Background: an optimization exercise with open tools, aiming at small area and a short achievable clock period. Do not read the settings as production practice.
In this exercise RTL edits were held to simulation tests only and were not proved equivalent to the original.
Power and IR drop assume default switching activity.

**flow/config.mk**
```make
export PLATFORM = sky130hd
export DESIGN_NAME = ecc_rmw
export DESIGN_NICKNAME = ecc_rmw
export VERILOG_FILES = /design/flow/design.v
export SDC_FILE = /design/flow/constraint.sdc
export NUM_CORES = 4
export LEC_CHECK = 0
export ABC_AREA = 1
export CAP_MARGIN = 20
export CORE_MARGIN = 2
export CORE_UTILIZATION = 40
export SETUP_SLACK_MARGIN = 3.3
export SLEW_MARGIN = 20
```
**flow/design.v**
```verilog
module ecc_rmw (
    input  wire        clk,
    input  wire        rst,           
    input  wire        in_valid,
    input  wire [71:0] in_rd_cw,      
    input  wire [63:0] in_wdata,      
    input  wire [7:0]  in_wmask,      
    input  wire [7:0]  in_wpar,       
    output reg         out_valid,
    output reg  [63:0] out_rdata,     
    output reg  [7:0]  out_rpar,      
    output reg  [7:0]  out_syndrome,  
    output reg         out_sbe,       
    output reg         out_ded,       
    output reg  [71:0] out_wr_cw,     
    output reg         out_poison     
);
    localparam [511:0] HCOL = 512'hf8c73e3d3b372f1fe0d0c8c4c2c1b0a8a4a2a1989492918c8a898685837068646261585452514c4a49464543383432312c2a292625231c1a191615130e0d0b07;
    localparam [7:0] POISON_MASK = 8'h03;
    integer k;
    wire in_syn_t0 = in_rd_cw[56] ^ in_rd_cw[60];
    wire in_syn_t1 = in_rd_cw[57] ^ in_rd_cw[61];
    wire in_syn_t2 = in_rd_cw[58] ^ in_rd_cw[59];
    wire in_syn_t3 = in_rd_cw[22] ^ in_rd_cw[62];
    wire in_syn_t4 = in_rd_cw[49] ^ in_rd_cw[63];
    wire in_syn_t5 = in_rd_cw[14] ^ in_syn_t1;
    wire in_syn_t6 = in_rd_cw[2] ^ in_syn_t0;
    wire in_syn_t7 = in_rd_cw[17] ^ in_syn_t2;
    wire in_syn_t8 = in_rd_cw[12] ^ in_rd_cw[37];
    wire in_syn_t9 = in_rd_cw[7] ^ in_rd_cw[9];
    wire in_syn_t10 = in_rd_cw[33] ^ in_rd_cw[53];
    wire in_syn_t11 = in_rd_cw[5] ^ in_rd_cw[16];
    wire in_syn_t12 = in_rd_cw[24] ^ in_rd_cw[63];
    wire in_syn_t13 = in_rd_cw[28] ^ in_rd_cw[54];
    wire in_syn_t14 = in_rd_cw[31] ^ in_rd_cw[55];
    wire in_syn_t15 = in_rd_cw[11] ^ in_rd_cw[15];
    wire in_syn_t16 = in_rd_cw[19] ^ in_rd_cw[48];
    wire in_syn_t17 = in_rd_cw[4] ^ in_rd_cw[20];
    wire in_syn_t18 = in_rd_cw[40] ^ in_rd_cw[43];
    wire in_syn_t19 = in_rd_cw[8] ^ in_rd_cw[29];
    wire in_syn_t20 = in_rd_cw[39] ^ in_rd_cw[46];
    wire in_syn_t21 = in_rd_cw[50] ^ in_rd_cw[62];
    wire in_syn_t22 = in_rd_cw[25] ^ in_rd_cw[52];
    wire in_syn_t23 = in_rd_cw[27] ^ in_rd_cw[34];
    wire in_syn_t24 = in_rd_cw[45] ^ in_rd_cw[47];
    wire in_syn_t25 = in_rd_cw[42] ^ in_rd_cw[51];
    wire in_syn_t26 = in_rd_cw[0] ^ in_rd_cw[36];
    wire in_syn_t27 = in_rd_cw[13] ^ in_rd_cw[23];
    wire in_syn_t28 = in_rd_cw[35] ^ in_rd_cw[38];
    wire in_syn_t29 = in_rd_cw[21] ^ in_rd_cw[26];
    wire in_syn_t30 = in_rd_cw[1] ^ in_rd_cw[10];
    wire in_syn_t31 = in_rd_cw[18] ^ in_rd_cw[32];
    wire in_syn_t32 = in_rd_cw[41] ^ in_rd_cw[44];
    wire in_syn_t33 = in_rd_cw[3] ^ in_rd_cw[6];
    wire in_syn_t34 = in_syn_t10 ^ in_syn_t12;
    wire in_syn_t35 = in_syn_t15 ^ in_syn_t31;
    wire in_syn_t36 = in_syn_t4 ^ in_syn_t24;
    wire in_syn_t37 = in_syn_t3 ^ in_syn_t22;
    wire in_syn_t38 = in_syn_t21 ^ in_syn_t28;
    wire in_syn_t39 = in_rd_cw[30] ^ in_syn_t29;
    wire in_syn_t40 = in_syn_t13 ^ in_syn_t23;
    wire in_syn_t41 = in_syn_t20 ^ in_syn_t25;
    wire in_syn_t42 = in_syn_t17 ^ in_syn_t30;
    wire in_syn_t43 = in_syn_t8 ^ in_syn_t33;
    wire in_syn_t44 = in_syn_t9 ^ in_syn_t19;
    wire in_syn_t45 = in_rd_cw[7] ^ in_rd_cw[11];
    wire in_syn_t46 = in_rd_cw[41] ^ in_rd_cw[45];
    wire in_syn_t47 = in_rd_cw[57] ^ in_rd_cw[64];
    wire in_syn_t48 = in_syn_t2 ^ in_syn_t11;
    wire in_syn_t49 = in_syn_t26 ^ in_syn_t27;
    wire in_syn_t50 = in_syn_t45 ^ in_syn_t46;
    wire in_syn_t51 = in_syn_t47 ^ in_syn_t6;
    wire in_syn_t52 = in_syn_t38 ^ in_syn_t39;
    wire in_syn_t53 = in_syn_t42 ^ in_syn_t48;
    wire in_syn_t54 = in_syn_t49 ^ in_syn_t50;
    wire in_syn_t55 = in_syn_t51 ^ in_syn_t52;
    wire in_syn_t56 = in_syn_t53 ^ in_syn_t54;
    wire in_syn_t57 = in_syn_t55 ^ in_syn_t56;
    wire in_syn_t58 = in_rd_cw[0] ^ in_rd_cw[8];
    wire in_syn_t59 = in_rd_cw[24] ^ in_rd_cw[27];
    wire in_syn_t60 = in_rd_cw[31] ^ in_rd_cw[35];
    wire in_syn_t61 = in_rd_cw[56] ^ in_rd_cw[65];
    wire in_syn_t62 = in_syn_t3 ^ in_syn_t58;
    wire in_syn_t63 = in_syn_t59 ^ in_syn_t60;
    wire in_syn_t64 = in_syn_t61 ^ in_syn_t5;
    wire in_syn_t65 = in_syn_t7 ^ in_syn_t41;
    wire in_syn_t66 = in_syn_t42 ^ in_syn_t43;
    wire in_syn_t67 = in_syn_t62 ^ in_syn_t63;
    wire in_syn_t68 = in_syn_t64 ^ in_syn_t65;
    wire in_syn_t69 = in_syn_t66 ^ in_syn_t67;
    wire in_syn_t70 = in_syn_t68 ^ in_syn_t69;
    wire in_syn_t71 = in_rd_cw[5] ^ in_rd_cw[9];
    wire in_syn_t72 = in_rd_cw[21] ^ in_rd_cw[28];
    wire in_syn_t73 = in_rd_cw[47] ^ in_rd_cw[58];
    wire in_syn_t74 = in_rd_cw[66] ^ in_syn_t1;
    wire in_syn_t75 = in_syn_t18 ^ in_syn_t26;
    wire in_syn_t76 = in_syn_t71 ^ in_syn_t72;
    wire in_syn_t77 = in_syn_t73 ^ in_syn_t6;
    wire in_syn_t78 = in_syn_t35 ^ in_syn_t37;
    wire in_syn_t79 = in_syn_t43 ^ in_syn_t74;
    wire in_syn_t80 = in_syn_t75 ^ in_syn_t76;
    wire in_syn_t81 = in_syn_t77 ^ in_syn_t78;
    wire in_syn_t82 = in_syn_t79 ^ in_syn_t80;
    wire in_syn_t83 = in_syn_t81 ^ in_syn_t82;
    wire in_syn_t84 = in_rd_cw[1] ^ in_rd_cw[3];
    wire in_syn_t85 = in_rd_cw[15] ^ in_rd_cw[25];
    wire in_syn_t86 = in_rd_cw[38] ^ in_rd_cw[39];
    wire in_syn_t87 = in_rd_cw[40] ^ in_rd_cw[44];
    wire in_syn_t88 = in_rd_cw[59] ^ in_rd_cw[67];
    wire in_syn_t89 = in_syn_t16 ^ in_syn_t27;
    wire in_syn_t90 = in_syn_t84 ^ in_syn_t85;
    wire in_syn_t91 = in_syn_t86 ^ in_syn_t87;
    wire in_syn_t92 = in_syn_t88 ^ in_syn_t5;
    wire in_syn_t93 = in_syn_t6 ^ in_syn_t34;
    wire in_syn_t94 = in_syn_t44 ^ in_syn_t89;
    wire in_syn_t95 = in_syn_t90 ^ in_syn_t91;
    wire in_syn_t96 = in_syn_t92 ^ in_syn_t93;
    wire in_syn_t97 = in_syn_t94 ^ in_syn_t95;
    wire in_syn_t98 = in_syn_t96 ^ in_syn_t97;
    wire in_syn_t99 = in_rd_cw[4] ^ in_rd_cw[6];
    wire in_syn_t100 = in_rd_cw[18] ^ in_rd_cw[19];
    wire in_syn_t101 = in_rd_cw[26] ^ in_rd_cw[42];
    wire in_syn_t102 = in_rd_cw[43] ^ in_rd_cw[61];
    wire in_syn_t103 = in_rd_cw[68] ^ in_syn_t0;
    wire in_syn_t104 = in_syn_t4 ^ in_syn_t11;
    wire in_syn_t105 = in_syn_t32 ^ in_syn_t99;
    wire in_syn_t106 = in_syn_t100 ^ in_syn_t101;
    wire in_syn_t107 = in_syn_t102 ^ in_syn_t7;
    wire in_syn_t108 = in_syn_t40 ^ in_syn_t44;
    wire in_syn_t109 = in_syn_t103 ^ in_syn_t104;
    wire in_syn_t110 = in_syn_t105 ^ in_syn_t106;
    wire in_syn_t111 = in_syn_t107 ^ in_syn_t108;
    wire in_syn_t112 = in_syn_t109 ^ in_syn_t110;
    wire in_syn_t113 = in_syn_t111 ^ in_syn_t112;
    wire in_syn_t114 = in_rd_cw[10] ^ in_rd_cw[12];
    wire in_syn_t115 = in_rd_cw[13] ^ in_rd_cw[16];
    wire in_syn_t116 = in_rd_cw[30] ^ in_rd_cw[33];
    wire in_syn_t117 = in_rd_cw[34] ^ in_rd_cw[46];
    wire in_syn_t118 = in_rd_cw[60] ^ in_rd_cw[69];
    wire in_syn_t119 = in_syn_t14 ^ in_syn_t16;
    wire in_syn_t120 = in_syn_t114 ^ in_syn_t115;
    wire in_syn_t121 = in_syn_t116 ^ in_syn_t117;
    wire in_syn_t122 = in_syn_t118 ^ in_syn_t5;
    wire in_syn_t123 = in_syn_t7 ^ in_syn_t35;
    wire in_syn_t124 = in_syn_t36 ^ in_syn_t119;
    wire in_syn_t125 = in_syn_t120 ^ in_syn_t121;
    wire in_syn_t126 = in_syn_t122 ^ in_syn_t123;
    wire in_syn_t127 = in_syn_t124 ^ in_syn_t125;
    wire in_syn_t128 = in_syn_t126 ^ in_syn_t127;
    wire in_syn_t129 = in_rd_cw[20] ^ in_rd_cw[23];
    wire in_syn_t130 = in_rd_cw[29] ^ in_rd_cw[32];
    wire in_syn_t131 = in_rd_cw[50] ^ in_rd_cw[51];
    wire in_syn_t132 = in_rd_cw[70] ^ in_syn_t14;
    wire in_syn_t133 = in_syn_t129 ^ in_syn_t130;
    wire in_syn_t134 = in_syn_t131 ^ in_syn_t34;
    wire in_syn_t135 = in_syn_t37 ^ in_syn_t39;
    wire in_syn_t136 = in_syn_t40 ^ in_syn_t132;
    wire in_syn_t137 = in_syn_t133 ^ in_syn_t134;
    wire in_syn_t138 = in_syn_t135 ^ in_syn_t136;
    wire in_syn_t139 = in_syn_t137 ^ in_syn_t138;
    wire in_syn_t140 = in_rd_cw[36] ^ in_rd_cw[37];
    wire in_syn_t141 = in_rd_cw[48] ^ in_rd_cw[52];
    wire in_syn_t142 = in_rd_cw[53] ^ in_rd_cw[54];
    wire in_syn_t143 = in_rd_cw[55] ^ in_rd_cw[71];
    wire in_syn_t144 = in_syn_t18 ^ in_syn_t32;
    wire in_syn_t145 = in_syn_t140 ^ in_syn_t141;
    wire in_syn_t146 = in_syn_t142 ^ in_syn_t143;
    wire in_syn_t147 = in_syn_t36 ^ in_syn_t38;
    wire in_syn_t148 = in_syn_t41 ^ in_syn_t144;
    wire in_syn_t149 = in_syn_t145 ^ in_syn_t146;
    wire in_syn_t150 = in_syn_t147 ^ in_syn_t148;
    wire in_syn_t151 = in_syn_t149 ^ in_syn_t150;
    wire [7:0] in_syn = {in_syn_t151, in_syn_t139, in_syn_t128, in_syn_t113, in_syn_t98, in_syn_t83, in_syn_t70, in_syn_t57};
    reg [63:0] in_premerged;
    always @(*) begin
        for (k = 0; k < 8; k = k + 1)
            in_premerged[8*k +: 8] = in_wmask[k] ? in_wdata[8*k +: 8] : in_rd_cw[8*k +: 8];
    end
    reg [7:0] in_wpar_err;
    always @(*) begin
        for (k = 0; k < 8; k = k + 1)
            in_wpar_err[k] = in_wmask[k] && ((^in_wdata[8*k +: 8]) == in_wpar[k]);
    end
    reg        s0_valid;
    reg [63:0] s0_rd_data;
    reg [7:0]  s0_syn;
    reg [63:0] s0_premerged;
    reg [7:0]  s0_wmask;
    reg        s0_wpar_err;
    always @(posedge clk) begin
        if (rst) begin
            s0_valid <= 1'b0;
        end else begin
            s0_valid <= in_valid;
        end
        s0_rd_data  <= in_rd_cw[63:0];
        s0_syn      <= in_syn;
        s0_premerged <= in_premerged;
        s0_wmask    <= in_wmask;
        s0_wpar_err <= |in_wpar_err;
    end
    reg [15:0] syn_lo, syn_hi;
    always @(*) begin
        for (k = 0; k < 16; k = k + 1) begin
            syn_lo[k] = (s0_syn[3:0] == k);
            syn_hi[k] = (s0_syn[7:4] == k);
        end
    end
    reg [63:0] flip_data;
    reg [7:0]  flip_check;
    reg [7:0]  flip_byte;    
    always @(*) begin
        for (k = 0; k < 64; k = k + 1)
            flip_data[k] = syn_lo[HCOL[8*k +: 4]] & syn_hi[HCOL[8*k+4 +: 4]];
        for (k = 0; k < 8; k = k + 1) begin
            flip_check[k] = (s0_syn == (8'h01 << k));
            flip_byte[k]  = |flip_data[8*k +: 8];
        end
    end
    wire sbe = (|flip_byte) | (|flip_check);
    wire ded = (s0_syn != 8'h00) && !sbe;
    wire [63:0] corr_data = s0_rd_data ^ flip_data;
    reg [7:0] corr_par;
    always @(*) begin
        for (k = 0; k < 8; k = k + 1)
            corr_par[k] = ~^s0_rd_data[8*k +: 8] ^ flip_byte[k];
    end
    reg [63:0] merged;
    reg [63:0] premerged;
    reg [7:0]  kept_flip;    
    always @(*) begin
        for (k = 0; k < 8; k = k + 1) begin
            premerged[8*k +: 8] = s0_premerged[8*k +: 8];
            merged[8*k +: 8]    = s0_premerged[8*k +: 8] ^ (s0_wmask[k] ? 8'h00 : flip_data[8*k +: 8]);
            kept_flip[k]        = !s0_wmask[k] && flip_byte[k];
        end
    end
    wire need_read = (s0_wmask != 8'hff);
    wire poison    = (need_read && ded) || s0_wpar_err;
    wire pm_check_t0 = premerged[56] ^ premerged[58];
    wire pm_check_t1 = premerged[59] ^ premerged[60];
    wire pm_check_t2 = premerged[57] ^ premerged[61];
    wire pm_check_t3 = premerged[35] ^ premerged[62];
    wire pm_check_t4 = premerged[53] ^ premerged[63];
    wire pm_check_t5 = premerged[12] ^ pm_check_t2;
    wire pm_check_t6 = premerged[0] ^ pm_check_t0;
    wire pm_check_t7 = premerged[7] ^ pm_check_t1;
    wire pm_check_t8 = premerged[39] ^ premerged[42];
    wire pm_check_t9 = premerged[1] ^ premerged[24];
    wire pm_check_t10 = premerged[17] ^ premerged[34];
    wire pm_check_t11 = premerged[10] ^ premerged[30];
    wire pm_check_t12 = premerged[15] ^ premerged[18];
    wire pm_check_t13 = premerged[48] ^ premerged[49];
    wire pm_check_t14 = premerged[14] ^ premerged[33];
    wire pm_check_t15 = premerged[27] ^ premerged[31];
    wire pm_check_t16 = premerged[16] ^ premerged[63];
    wire pm_check_t17 = premerged[25] ^ premerged[40];
    wire pm_check_t18 = premerged[52] ^ premerged[62];
    wire pm_check_t19 = premerged[4] ^ premerged[5];
    wire pm_check_t20 = premerged[38] ^ premerged[45];
    wire pm_check_t21 = premerged[50] ^ premerged[55];
    wire pm_check_t22 = premerged[36] ^ premerged[41];
    wire pm_check_t23 = premerged[23] ^ premerged[26];
    wire pm_check_t24 = premerged[9] ^ premerged[43];
    wire pm_check_t25 = premerged[21] ^ premerged[22];
    wire pm_check_t26 = premerged[8] ^ premerged[29];
    wire pm_check_t27 = premerged[6] ^ premerged[28];
    wire pm_check_t28 = premerged[2] ^ premerged[3];
    wire pm_check_t29 = premerged[19] ^ premerged[44];
    wire pm_check_t30 = premerged[11] ^ premerged[47];
    wire pm_check_t31 = premerged[51] ^ premerged[54];
    wire pm_check_t32 = premerged[37] ^ premerged[46];
    wire pm_check_t33 = pm_check_t4 ^ pm_check_t21;
    wire pm_check_t34 = premerged[32] ^ pm_check_t30;
    wire pm_check_t35 = premerged[20] ^ pm_check_t15;
    wire pm_check_t36 = premerged[13] ^ pm_check_t14;
    wire pm_check_t37 = pm_check_t3 ^ pm_check_t22;
    wire pm_check_t38 = pm_check_t26 ^ pm_check_t29;
    wire pm_check_t39 = pm_check_t18 ^ pm_check_t25;
    wire pm_check_t40 = pm_check_t24 ^ pm_check_t27;
    wire pm_check_t41 = pm_check_t8 ^ pm_check_t32;
    wire pm_check_t42 = pm_check_t10 ^ pm_check_t16;
    wire pm_check_t43 = pm_check_t17 ^ pm_check_t28;
    wire pm_check_t44 = pm_check_t12 ^ pm_check_t34;
    wire pm_check_t45 = pm_check_t5 ^ pm_check_t6;
    wire pm_check_t46 = pm_check_t31 ^ pm_check_t33;
    wire pm_check_t47 = pm_check_t7 ^ pm_check_t38;
    wire pm_check_t48 = pm_check_t20 ^ pm_check_t37;
    wire pm_check_t49 = premerged[1] ^ premerged[2];
    wire pm_check_t50 = premerged[11] ^ premerged[13];
    wire pm_check_t51 = premerged[16] ^ premerged[20];
    wire pm_check_t52 = premerged[21] ^ premerged[50];
    wire pm_check_t53 = premerged[57] ^ pm_check_t11;
    wire pm_check_t54 = pm_check_t19 ^ pm_check_t23;
    wire pm_check_t55 = pm_check_t49 ^ pm_check_t50;
    wire pm_check_t56 = pm_check_t51 ^ pm_check_t52;
    wire pm_check_t57 = pm_check_t6 ^ pm_check_t7;
    wire pm_check_t58 = pm_check_t53 ^ pm_check_t54;
    wire pm_check_t59 = pm_check_t55 ^ pm_check_t56;
    wire pm_check_t60 = pm_check_t48 ^ pm_check_t57;
    wire pm_check_t61 = pm_check_t58 ^ pm_check_t59;
    wire pm_check_t62 = pm_check_t60 ^ pm_check_t61;
    wire pm_check_t63 = premerged[3] ^ premerged[4];
    wire pm_check_t64 = premerged[6] ^ premerged[8];
    wire pm_check_t65 = premerged[10] ^ premerged[14];
    wire pm_check_t66 = premerged[17] ^ premerged[22];
    wire pm_check_t67 = premerged[51] ^ premerged[59];
    wire pm_check_t68 = pm_check_t3 ^ pm_check_t9;
    wire pm_check_t69 = pm_check_t63 ^ pm_check_t64;
    wire pm_check_t70 = pm_check_t65 ^ pm_check_t66;
    wire pm_check_t71 = pm_check_t67 ^ pm_check_t35;
    wire pm_check_t72 = pm_check_t41 ^ pm_check_t68;
    wire pm_check_t73 = pm_check_t69 ^ pm_check_t70;
    wire pm_check_t74 = pm_check_t45 ^ pm_check_t71;
    wire pm_check_t75 = pm_check_t72 ^ pm_check_t73;
    wire pm_check_t76 = pm_check_t74 ^ pm_check_t75;
    wire pm_check_t77 = premerged[5] ^ premerged[36];
    wire pm_check_t78 = premerged[37] ^ premerged[60];
    wire pm_check_t79 = pm_check_t77 ^ pm_check_t78;
    wire pm_check_t80 = pm_check_t39 ^ pm_check_t40;
    wire pm_check_t81 = pm_check_t43 ^ pm_check_t79;
    wire pm_check_t82 = pm_check_t44 ^ pm_check_t45;
    wire pm_check_t83 = pm_check_t80 ^ pm_check_t81;
    wire pm_check_t84 = pm_check_t82 ^ pm_check_t83;
    wire pm_check_t85 = premerged[9] ^ premerged[15];
    wire pm_check_t86 = premerged[23] ^ premerged[38];
    wire pm_check_t87 = premerged[39] ^ premerged[48];
    wire pm_check_t88 = premerged[56] ^ pm_check_t2;
    wire pm_check_t89 = pm_check_t4 ^ pm_check_t9;
    wire pm_check_t90 = pm_check_t85 ^ pm_check_t86;
    wire pm_check_t91 = pm_check_t87 ^ pm_check_t36;
    wire pm_check_t92 = pm_check_t43 ^ pm_check_t88;
    wire pm_check_t93 = pm_check_t89 ^ pm_check_t90;
    wire pm_check_t94 = pm_check_t47 ^ pm_check_t91;
    wire pm_check_t95 = pm_check_t92 ^ pm_check_t93;
    wire pm_check_t96 = pm_check_t94 ^ pm_check_t95;
    wire pm_check_t97 = premerged[18] ^ premerged[26];
    wire pm_check_t98 = premerged[27] ^ premerged[41];
    wire pm_check_t99 = premerged[42] ^ premerged[49];
    wire pm_check_t100 = premerged[54] ^ premerged[61];
    wire pm_check_t101 = pm_check_t0 ^ pm_check_t19;
    wire pm_check_t102 = pm_check_t97 ^ pm_check_t98;
    wire pm_check_t103 = pm_check_t99 ^ pm_check_t100;
    wire pm_check_t104 = pm_check_t40 ^ pm_check_t42;
    wire pm_check_t105 = pm_check_t101 ^ pm_check_t102;
    wire pm_check_t106 = pm_check_t103 ^ pm_check_t47;
    wire pm_check_t107 = pm_check_t104 ^ pm_check_t105;
    wire pm_check_t108 = pm_check_t106 ^ pm_check_t107;
    wire pm_check_t109 = premerged[19] ^ premerged[31];
    wire pm_check_t110 = premerged[45] ^ premerged[46];
    wire pm_check_t111 = premerged[55] ^ premerged[58];
    wire pm_check_t112 = pm_check_t1 ^ pm_check_t11;
    wire pm_check_t113 = pm_check_t13 ^ pm_check_t109;
    wire pm_check_t114 = pm_check_t110 ^ pm_check_t111;
    wire pm_check_t115 = pm_check_t5 ^ pm_check_t36;
    wire pm_check_t116 = pm_check_t42 ^ pm_check_t112;
    wire pm_check_t117 = pm_check_t113 ^ pm_check_t114;
    wire pm_check_t118 = pm_check_t44 ^ pm_check_t115;
    wire pm_check_t119 = pm_check_t116 ^ pm_check_t117;
    wire pm_check_t120 = pm_check_t118 ^ pm_check_t119;
    wire pm_check_t121 = premerged[24] ^ premerged[25];
    wire pm_check_t122 = premerged[28] ^ premerged[29];
    wire pm_check_t123 = premerged[30] ^ premerged[32];
    wire pm_check_t124 = premerged[33] ^ premerged[34];
    wire pm_check_t125 = pm_check_t23 ^ pm_check_t121;
    wire pm_check_t126 = pm_check_t122 ^ pm_check_t123;
    wire pm_check_t127 = pm_check_t124 ^ pm_check_t35;
    wire pm_check_t128 = pm_check_t39 ^ pm_check_t125;
    wire pm_check_t129 = pm_check_t126 ^ pm_check_t46;
    wire pm_check_t130 = pm_check_t127 ^ pm_check_t128;
    wire pm_check_t131 = pm_check_t129 ^ pm_check_t130;
    wire pm_check_t132 = premerged[40] ^ premerged[43];
    wire pm_check_t133 = premerged[44] ^ premerged[47];
    wire pm_check_t134 = premerged[52] ^ pm_check_t13;
    wire pm_check_t135 = pm_check_t132 ^ pm_check_t133;
    wire pm_check_t136 = pm_check_t41 ^ pm_check_t134;
    wire pm_check_t137 = pm_check_t135 ^ pm_check_t46;
    wire pm_check_t138 = pm_check_t48 ^ pm_check_t136;
    wire pm_check_t139 = pm_check_t137 ^ pm_check_t138;
    wire [7:0] pm_check = {pm_check_t139, pm_check_t131, pm_check_t120, pm_check_t108, pm_check_t96, pm_check_t84, pm_check_t76, pm_check_t62};
    wire [7:0] pm_check_corr = pm_check ^ s0_syn;
    wire [7:0] new_check = ((|kept_flip) ? pm_check_corr : pm_check)
                         ^ (poison ? POISON_MASK : 8'h00);
    always @(posedge clk) begin
        if (rst) begin
            out_valid <= 1'b0;
        end else begin
            out_valid <= s0_valid;
        end
        out_rdata    <= corr_data;
        out_rpar     <= corr_par;
        out_syndrome <= s0_syn;
        out_sbe      <= sbe;
        out_ded      <= ded;
        out_wr_cw    <= {new_check, merged};
        out_poison   <= poison;
    end
endmodule
```
**flow/standard.sh**
```bash
#!/bin/bash
# synth_recipe.tcl (not shown) runs the flow's synth.tcl, then flattens the netlist and writes it again
# the make line also repeats each setting of config.mk as NAME=value (left out here)
make -C /OpenROAD-flow-scripts/flow DESIGN_CONFIG=/design/flow/config.mk WORK_HOME=/design/flow/orfs CLKGATE_MAP_FILE= SYNTH_SCRIPT=/design/flow/synth_recipe.tcl "${@:-finish}"
```
**flow/flow/run.sh**
```bash
#!/bin/bash
# Standard layout with plain buf_1 port buffers and no CTS dummy loads.
set -euo pipefail
export BUFFER_PORTS_ARGS="-buffer_cell sky130_fd_sc_hd__buf_1"
export CTS_ARGS="-sink_clustering_enable -repair_clock_nets -dont_use_dummy_load"
bash standard.sh > standard.log 2>&1
```
**flow/constraint.sdc**
```tcl
create_clock -name core_clock -period 5.5 [get_ports {clk}]
set_input_delay 1.1000 -clock core_clock [delete_from_list [all_inputs] [get_ports {clk}]]
set_output_delay 1.1000 -clock core_clock [all_outputs]
set_load 0.01 [all_outputs]
```
==> impl_metrics.json <==
{
  "synth-compound-area-share": 0.006717,
  "switching_share": 0.3758,
  "seqPwrFrac": 0.398,
  "core_mm2": 0.03446,
  "rsz0062_at_grt": "true",
  "clock_power_share": 0.249,
  "ioPinCount": 311,
  "min_period_over_period": 0.3975,
  "synth.cell_area_mm2": 0.01397,
  "fin_skew_ns": 0.02215,
  "layout_commonest_cell": "xnor2_1",
  "critical_path.cell_chain": "buf_1 > xnor2_1 > xnor2_1 > xnor2_1 > xor2_1 > xor2_1",
  "synthAdderAreaFrac": 0,
  "synth.avg_cell_area_um2": 8.967,
  "synth_top_family_by_area": "XOR/XNOR gates",
  "maxSlewViolCount": 0,
  "drive_gt1_frac": 0.1376,
  "ys_ff_latch": 302,
  "critPathKind": "input port to flop",
  "grt_max_degree": 16,
  "row_count": 68,
  "slowest_delay_ns": 0.33,
  "overflow": 0,
  "clkTransAtPathRegs_ns": 0.05,
  "highest_layer": "met4",
  "die_x_um": 190.9,
  "wl_mm": 49.18,
  "cp.arrival_ns": 2.62,
  "wl_met1_mm": 20.86,
  "vias": 11250,
  "synth.area.mux_share": 0.04756,
  "nets": 2047,
  "switchingPower_mw": 2.663,
  "finalHoldViolCount": 0,
  "synth_cell_type_count": 24,
  "yosysSeqAreaShare": 0.4327,
  "p_leak_nw": 7.208,
  "io_buffers": 310,
  "start_kind": "input port",
  "antenna_found_initial": 3,
  "cts_root_buf": "clkbuf_16",
  "track_usage": 0.2648,
  "setup_violations": 0,
  "powerDensity_mw_per_mm2": 417.0,
  "dr.pass1.iters": 7,
  "async_flop_share": 0,
  "grt_first_pass_wirelength_mm": 70.08,
  "ctsHoldBuffers": 0,
  "ys_warn_count": 1,
  "yosys.area.top_type_share": 0.4327,
  "synthesis.nets": 1713,
  "endpoint_kind": "flop",
  "setup_tns_ns": 0,
  "viasPerCell": 4.792,
  "cts_tree": "done",
  "dp_hpwl_mm": 41.38,
  "p_comb_frac": 0.353,
  "slew_headroom": 0.5116,
  "layout_min_cycle_time_ns": 2.186,
  "ant_nets": 0,
  "synthFlopType": "dfxtp_1",
  "p_int_mw": 4.423,
  "area_growth_pct": 21.63,
  "routedWlPerCell_um": 20.96,
  "mostFrequentLayoutCells": "xnor2_1, nand2_1, buf_1",
  "grt_pass1_vias": 11060,
  "min_path_type": "flop to flop",
  "synth_xor_area_frac": 0.3304,
  "dr.first_iter.drc_count": 701,
  "cp_slowest_cell": "buf_1",
  "max_freq_mhz": 457.4,
  "cts_made_buffers": 31,
  "crit_required_ns": 5.93,
  "cpMostUsedCell": "xnor2_1",
  "cts_sinks": 302,
  "clock_path_buffers": 3,
  "yosys.area_share.simple": 0.1539,
  "drc": 0,
  "worstSkewPairLatency_ns": 0.56,
  "syn_inst": 1558,
  "dr_wl_met2_mm": 22.91,
  "cp_max_fo": 4,
  "worst_pin_slew_ns": 0.7325,
  "ir_drop_v": 0.0002802,
  "cap_viol_max_count": 0,
  "final_util": 0.4931,
  "die_y_um": 190.9,
  "place_congestion": 0.9512,
  "outcome": "finished clean",
  "yosysTopAreaCell": "dfxtp_1",
  "synth-edff-count": 0,
  "start_util": 0.4054,
  "wl_met3_mm": 3.710,
  "synth_top_cells_by_area": "dfxtp_1, xnor2_1, xor2_1, nand2_1, mux2_2",
  "fillers": 3381,
  "h-tree-depth": 1,
  "die_area_mm2": 0.03644
}
[cell usage after synthesis (2+ instances only)]
library cell / count
a21oi_1: 2
buf_2: 5
clkbuf_1: 15
dfxtp_1: 302
inv_1: 76
inv_2: 6
mux2_2: 59
nand2_1: 369
nand3_1: 23
nand3b_1: 2
nor2_1: 134
nor2_2: 8
nor3_1: 2
nor4_1: 2
o21ai_0: 14
or2_2: 6
xnor2_1: 345
xor2_1: 182
[sequential cells by signal, indices dropped and copies added (netlist names)]
register / flops
out_wr_cw: 72
out_rdata: 64
s0_premerged: 64
s0_rd_data: 64
out_rpar: 8
out_syndrome: 8
s0_syn: 8
s0_wmask: 8
out_ded: 1
out_poison: 1
out_sbe: 1
out_valid: 1
s0_valid: 1
s0_wpar_err: 1
[final timing paths]
| kind | startpoint | slack [ns] | depth (start not counted) | to |
|---|---|---|---|---|
| setup / recovery | in_rd_cw[62] | 3.31 | 6 | s0_syn[0] |
| setup reg to reg | s0_syn[1] | 3.38 | 16 | out_wr_cw[65] |
| hold / removal | s0_valid | 0.41 | 2 | out_valid |
| hold reg to reg | s0_valid | 0.41 | 2 | out_valid |
[worst max-delay path, delay by kind of cell]
family	cells	cell delay, ns
xor+xnor	5	1.20
buf+inv	1	0.33
[per-layer routing]
metal / vias up / global-route usage
li1: 5391 / -
met1: 5342 / 0.3521
met2: 426 / 0.4353
met3: 88 / 0.04516
met4: 0 / 0.08646
met5: - / 0
[power groups by stage]
stage	logic (mW)	clock network [mW]	registers (mW)
CTS	2.28	1.79	2.80
global route	2.70	1.88	2.84
finish	2.50	1.77	2.82
detailed placement	2.21	0	2.83
global placement	2.20	0	2.83
floorplan	1.47	0	2.78
[layout make-up]
type	count	area, um^2	area share
clock buffers	31	775.7	0.04565
diodes	2	5.005	0.0002945
repair buffers	321	1290	0.07592
flip-flops and latches	302	6088	0.3583
inverters	82	307.8	0.01811
well taps	455	569.3	0.03350
multi-input cells	1154	7956	0.4682
[cell families (layout without fill, tap and decap cells)]
kind of cell           Yosys count  after routing
AO/OA/AOI/OAI                   18             18
multiplexers                    59             59
XOR/XNOR                       527            527
AND/OR/NAND/NOR                549            550
flip-flops                     302            302
other                            0              2
buffers and inverters          103            434
[stage by stage]
stage	area (um^2)	setup WS [ns]	hold WS, ns	cells	total power, mW
2_1_floorplan	13990	3.341	0.3258	1558	4.250
3_3_place_gp	15630	2.592	0.3940	2302	5.032
3_5_place_dp	15630	2.615	0.4002	2302	5.037
4_1_cts	16520	3.290	0.4149	2333	6.872
5_1_grt	16990	3.283	0.4302	2345	7.418
6_report	16990	3.314	0.4111	2347	7.086
[what timing repair did]
action,in CTS,in global routing
buffers inserted,0,11
cloned,0,1
resized for setup,45,123
endpoints found under the setup margin,20,29
pin swaps,1,14

-- what the ideal ports hide --
Ports are ideal in the flow. The routed layout listed here was re-timed in OpenROAD. Step 1, drivers: a clkbuf_16 drives clk and a buf_2 each remaining input, both assumed. Step 2 also shifts input and output timing later by t, the mid clock arrival at the registers, as if the neighbouring blocks saw the same clock. a / b / c = no drivers / after step 1 / after step 2; a / b = the first two.
t, ns: 0.608
slack for setup (ns): 3.314 / 3.268 / 2.733
clock arrival spread, ns: 0.023 / 0.022
slew at the worst register clock pin (ns): 0.07 / 0.07
cell pins on the clock port's net: 1
After both steps this run still meets setup and hold. For this run, drivers alone change the setup slack by -0.046 ns; drivers and shift together by -0.581 ns.
